Source: an optimization exercise on an open RTL-to-GDS flow (aim: small area, a short achievable clock period and few clock cycles per item). Production flows keep margins and buffers that such runs may drop. The RTL was checked by simulation tests, not by an equivalence proof against the original design.

old:
## sha256_core
module sha256_core (
    input  wire         clk,
    input  wire         rst,         
    input  wire         in_valid,
    output wire         in_ready,
    input  wire         in_first,    
    input  wire [511:0] in_block,
    output reg          out_valid,
    output wire [255:0] out_digest
);
For scale: about 6900 cells after synthesis, roughly 770 I/O pins, ~55000 um^2 of cells after synthesis.
==> module sha256_core, before the edit <==
module sha256_core (
    input  wire         clk,
    input  wire         rst,         
    input  wire         in_valid,
    output wire         in_ready,
    input  wire         in_first,    
    input  wire [511:0] in_block,
    output reg          out_valid,
    output wire [255:0] out_digest
);
    localparam [255:0] IV = {32'h6a09e667, 32'hbb67ae85, 32'h3c6ef372, 32'ha54ff53a,
                             32'h510e527f, 32'h9b05688c, 32'h1f83d9ab, 32'h5be0cd19};
    function [31:0] rotr(input [31:0] x, input integer n);
        rotr = (x >> n) | (x << (32 - n));
    endfunction
    reg        rdy;          
    reg        rnd;          
    reg        fin;          
    reg  [5:0] cnt;          
    reg  [2:0] ph;           
    reg        fst;          
    reg        gate;         
    reg        ivm;          
    reg  [1:0] stp;          
    assign in_ready = rdy;
    wire acc  = in_valid && rdy;
    wire idle = !rnd && !fin;
    wire rlast = rnd && (cnt == 6'd63);
    always @(posedge clk) begin
        if (rst) begin
            rdy       <= 1'b1;
            rnd       <= 1'b0;
            fin       <= 1'b0;
            cnt       <= 6'd63;
            ph        <= 3'd4;
            gate      <= 1'b0;
            out_valid <= 1'b0;
        end else begin
            rdy       <= !acc && (rlast || (idle && ph == 3'd3));
            rnd       <= acc || (rnd && cnt != 6'd63);
            fin       <= rlast;
            out_valid <= fin;
            gate      <= rnd && (cnt[5:2] == 4'hf);
            if (acc)
                cnt <= 6'd0;
            else if (rnd && cnt != 6'd63)
                cnt <= cnt + 6'd1;
            if (fin || ph == 3'd4)
                ph <= 3'd0;
            else
                ph <= ph + 3'd1;
        end
    end
    always @(posedge clk) begin
        if (acc)
            fst <= in_first;
        ivm <= rnd && (cnt[5:2] == 4'hf) && fst;
        stp <= cnt[1:0] + 2'd1;
    end
    reg  [31:0] kr;
    wire [31:0] knext;
    sha256_k u_k (.t(cnt + 6'd1), .k(knext));
    always @(posedge clk)
        kr <= knext;
    reg  [31:0] a, b, c, d, e, f, g, h;
    reg  [31:0] w [0:15];
    wire [31:0] w0  = w[0];
    wire [31:0] bs0 = rotr(a, 2) ^ rotr(a, 13) ^ rotr(a, 22);
    wire [31:0] bs1 = rotr(e, 6) ^ rotr(e, 11) ^ rotr(e, 25);
    wire [31:0] ch  = (e & f) ^ (~e & g);
    wire [31:0] maj = (a & b) ^ (a & c) ^ (b & c);
    wire [31:0] p0s = h ^ w0 ^ kr;
    wire [31:0] p0c = ((h & w0) | (h & kr) | (w0 & kr)) << 1;
    wire [31:0] xs  = bs1 ^ ch ^ p0s;
    wire [31:0] xc  = ((bs1 & ch) | (bs1 & p0s) | (ch & p0s)) << 1;
    wire [31:0] ys  = bs0 ^ maj ^ p0c;
    wire [31:0] yc  = ((bs0 & maj) | (bs0 & p0c) | (maj & p0c)) << 1;
    wire [31:0] zs  = xs ^ xc ^ ys;
    wire [31:0] zc  = ((xs & xc) | (xs & ys) | (xc & ys)) << 1;
    wire [31:0] as_ = zs ^ zc ^ yc;
    wire [31:0] ac_ = ((zs & zc) | (zs & yc) | (zc & yc)) << 1;
    wire [31:0] anew;
    sha256_add u_adde1 (.x(as_), .y(ac_), .s(anew));
    wire [31:0] us  = xs ^ xc ^ p0c;
    wire [31:0] uc  = ((xs & xc) | (xs & p0c) | (xc & p0c)) << 1;
    wire [31:0] es_ = us ^ uc ^ d;
    wire [31:0] ec_ = ((us & uc) | (us & d) | (uc & d)) << 1;
    wire [31:0] enew;
    sha256_add u_adde2 (.x(es_), .y(ec_), .s(enew));
    reg  [31:0] ha [0:4];
    reg  [31:0] he [0:4];
    reg  [31:0] iva, ive;
    always @(*) begin
        case (stp)
            2'b01:   begin iva = IV[159:128]; ive = IV[31:0];  end
            2'b10:   begin iva = IV[191:160]; ive = IV[63:32]; end
            2'b11:   begin iva = IV[223:192]; ive = IV[95:64]; end
            default: begin iva = IV[255:224]; ive = IV[127:96]; end
        endcase
    end
    wire [31:0] hda;
    sha256_add u_adda (.x(ivm ? iva : ha[4]), .y(gate ? a : 32'd0), .s(hda));
    wire [31:0] w1  = w[1];
    wire [31:0] w9  = w[9];
    wire [31:0] w14 = w[14];
    wire [31:0] ss0 = rotr(w1, 7) ^ rotr(w1, 18) ^ (w1 >> 3);
    wire [31:0] ss1 = rotr(w14, 17) ^ rotr(w14, 19) ^ (w14 >> 10);
    wire [31:0] q1s = ss1 ^ w9 ^ ss0;
    wire [31:0] q1c = ((ss1 & w9) | (ss1 & ss0) | (w9 & ss0)) << 1;
    wire [31:0] q2s = q1s ^ q1c ^ w0;
    wire [31:0] q2c = ((q1s & q1c) | (q1s & w0) | (q1c & w0)) << 1;
    wire [31:0] sa  = gate ? (ivm ? ive : he[4]) : q2s;
    wire [31:0] sb  = gate ? e : q2c;
    wire [31:0] wnew;
    sha256_add u_addw (.x(sa), .y(sb), .s(wnew));
    wire [31:0] hde  = gate ? wnew : he[4];
    integer i;
    always @(posedge clk) begin
        for (i = 0; i < 15; i = i + 1)
            w[i] <= rdy ? in_block[511-32*i -: 32] : w[i+1];
        w[15] <= rdy ? in_block[31:0] : wnew;
    end
    always @(posedge clk) begin
        ha[0] <= hda; ha[1] <= ha[0]; ha[2] <= ha[1]; ha[3] <= ha[2]; ha[4] <= ha[3];
        he[0] <= hde; he[1] <= he[0]; he[2] <= he[1]; he[3] <= he[2]; he[4] <= he[3];
    end
    always @(posedge clk) begin
        if (rdy) begin
            if (in_first) begin
                {a, b, c, d, e, f, g, h} <= IV;
            end else begin
                a <= hda;  b <= ha[0]; c <= ha[1]; d <= ha[2];
                e <= hde;  f <= he[0]; g <= he[1]; h <= he[2];
            end
        end else begin
            h <= g;
            g <= f;
            f <= e;
            e <= enew;
            d <= c;
            c <= b;
            b <= a;
            a <= anew;
        end
    end
    assign out_digest = {ha[0], ha[1], ha[2], ha[3], he[0], he[1], he[2], he[3]};
endmodule
==> module sha256_add, before the edit <==
module sha256_add (
    input  wire [31:0] x,
    input  wire [31:0] y,
    output wire [31:0] s
);
    wire [31:0] g [0:5];
    wire [31:0] t [0:5];
    assign g[0] = x & y;
    assign t[0] = x | y;
    genvar l, i;
    generate
        for (l = 0; l < 5; l = l + 1) begin : lv
            for (i = 0; i < 32; i = i + 1) begin : bt
                if ((i >> l) & 1) begin : cmb
                    assign g[l+1][i] = g[l][i] | (t[l][i] & g[l][((i >> l) << l) - 1]);
                    assign t[l+1][i] = t[l][i] & t[l][((i >> l) << l) - 1];
                end else begin : pas
                    assign g[l+1][i] = g[l][i];
                    assign t[l+1][i] = t[l][i];
                end
            end
        end
    endgenerate
    assign s = x ^ y ^ {g[5][30:0], 1'b0};
endmodule
Settings: LEC_CHECK=0, ABC_AREA=1, CAP_MARGIN=30, CORE_MARGIN=2, CORE_UTILIZATION=55, SLEW_MARGIN=30; clock period 12.0 ns.
standard.sh (not shown) runs the stock make flow with config.mk's settings and CLKGATE_MAP_FILE= SYNTH_SCRIPT=/design/flow/synth_recipe.tcl, a recipe that flattens the netlist after the stock synthesis.
==> flow/flow/run.sh <==
#!/bin/bash
# The standard layout (the standard.sh: the standard synthesis, then
# ORFS's floorplan, placement, CTS and routing at the design's clock and
# constraints) with these changes to how the layout is made:
#  - the port buffers are sky130_fd_sc_hd__buf_1 (ORFS picks a 10 um2
#    delay buffer); every input and output port still gets its buffer
#  - clock tree: no dummy loads, sinks clustered by 20 within 80 um
#  - timing repair aims at 7.75 ns of setup slack, so it sizes the
#    critical paths past the point where the 12 ns clock is met
# The make output goes to flow_make.log in this folder; ORFS writes each
# step's own log under orfs/logs.
set -euo pipefail
bash standard.sh \
  BUFFER_PORTS_ARGS="-buffer_cell sky130_fd_sc_hd__buf_1" \
  CTS_ARGS="-sink_clustering_enable -repair_clock_nets -dont_use_dummy_load -sink_clustering_size 20 -sink_clustering_max_diameter 80" \
  SETUP_SLACK_MARGIN=7.75 \
  finish > flow_make.log 2>&1
old went all the way through the flow, and no timing, DRC or antenna check failed.
Testbench counts of old, summed over its fixed seeds: cycles 80,616, blocks 1,240.
Relative to old, the following input files were edited for new:
--- a/flow/design.v
+++ b/flow/design.v
@@ -154,12 +154,10 @@
     wire [31:0] as_ = zs ^ zc ^ yc;
     wire [31:0] ac_ = ((zs & zc) | (zs & yc) | (zc & yc)) << 1;
-    wire [31:0] anew;
-    sha256_add u_adde1 (.x(as_), .y(ac_), .s(anew));
+    wire [31:0] anew = as_ + ac_;
     wire [31:0] us  = xs ^ xc ^ p0c;
     wire [31:0] uc  = ((xs & xc) | (xs & p0c) | (xc & p0c)) << 1;
     wire [31:0] es_ = us ^ uc ^ d;
     wire [31:0] ec_ = ((us & uc) | (us & d) | (uc & d)) << 1;
-    wire [31:0] enew;
-    sha256_add u_adde2 (.x(es_), .y(ec_), .s(enew));
+    wire [31:0] enew = es_ + ec_;
     reg  [31:0] ha [0:4];
     reg  [31:0] he [0:4];
@@ -173,6 +171,6 @@
         endcase
     end
-    wire [31:0] hda;
-    sha256_add u_adda (.x(ivm ? iva : ha[4]), .y(gate ? a : 32'd0), .s(hda));
+    wire [31:0] suma = (ivm ? iva : ha[4]) + a;
+    wire [31:0] hda  = gate ? suma : ha[4];
     wire [31:0] w1  = w[1];
     wire [31:0] w9  = w[9];
@@ -186,6 +184,5 @@
     wire [31:0] sa  = gate ? (ivm ? ive : he[4]) : q2s;
     wire [31:0] sb  = gate ? e : q2c;
-    wire [31:0] wnew;
-    sha256_add u_addw (.x(sa), .y(sb), .s(wnew));
+    wire [31:0] wnew = sa + sb;
     wire [31:0] hde  = gate ? wnew : he[4];
     integer i;
@@ -220,27 +217,2 @@
     assign out_digest = {ha[0], ha[1], ha[2], ha[3], he[0], he[1], he[2], he[3]};
 endmodule
-module sha256_add (
-    input  wire [31:0] x,
-    input  wire [31:0] y,
-    output wire [31:0] s
-);
-    wire [31:0] g [0:5];
-    wire [31:0] t [0:5];
-    assign g[0] = x & y;
-    assign t[0] = x | y;
-    genvar l, i;
-    generate
-        for (l = 0; l < 5; l = l + 1) begin : lv
-            for (i = 0; i < 32; i = i + 1) begin : bt
-                if ((i >> l) & 1) begin : cmb
-                    assign g[l+1][i] = g[l][i] | (t[l][i] & g[l][((i >> l) << l) - 1]);
-                    assign t[l+1][i] = t[l][i] & t[l][((i >> l) << l) - 1];
-                end else begin : pas
-                    assign g[l+1][i] = g[l][i];
-                    assign t[l+1][i] = t[l][i];
-                end
-            end
-        end
-    endgenerate
-    assign s = x ^ y ^ {g[5][30:0], 1'b0};
-endmodule
## What came out
- Sort new and old by number of cells traversed by the worst register-to-register path asc -> top: old
- Against old, new comes in 3.0% higher on met1 wire length.
- Global-route track usage on met1: new higher than old
- Diff old -> new: horizontal die dimension held.
- Reported for new and old, total of endpoints with negative setup slack in the final report turned out identical to the last digit.
- Any difference in total cell area at the placement stage between old and new is small enough to ignore.
- | final cycle utilization of the critical path | old vs new | ≈ equal |
Testbench counts of new, summed over its fixed seeds: cycles 80,616, blocks 1,240.

==> afterwards: timing with drivers on the ports <==
No port has a modelled driver above. Below, the same layouts with a new extraction and two added sets of constraints.
Step 1 sets driving cells, clkbuf_16 on the clock port and buf_2 on the other inputs (assumed; they add their load-dependent delay and slew).
Step 2, shift: input delay + t, output delay - t, t = (earliest + latest rising clock arrival at the registers) / 2. This alone moves slack from input paths to output paths.
a / b / c = no drivers / after step 1 / after step 2; a / b = the first two.
run | t, ns | setup WS [ns] | worst setup path at the end | worst data-port slew with drivers (ns) | cell pins on the clock port's net
old | 0.736 | 7.677 / 7.677 / 7.255 | input to register | 0.11 | 1
new | 0.724 | 7.674 / 7.674 / 7.254 | input to register | 0.14 | 1
After both steps setup and hold are still met in every run listed. The setup slack of old, which loses most, moves by 0.000 ns with the drivers and by -0.422 ns with both steps.
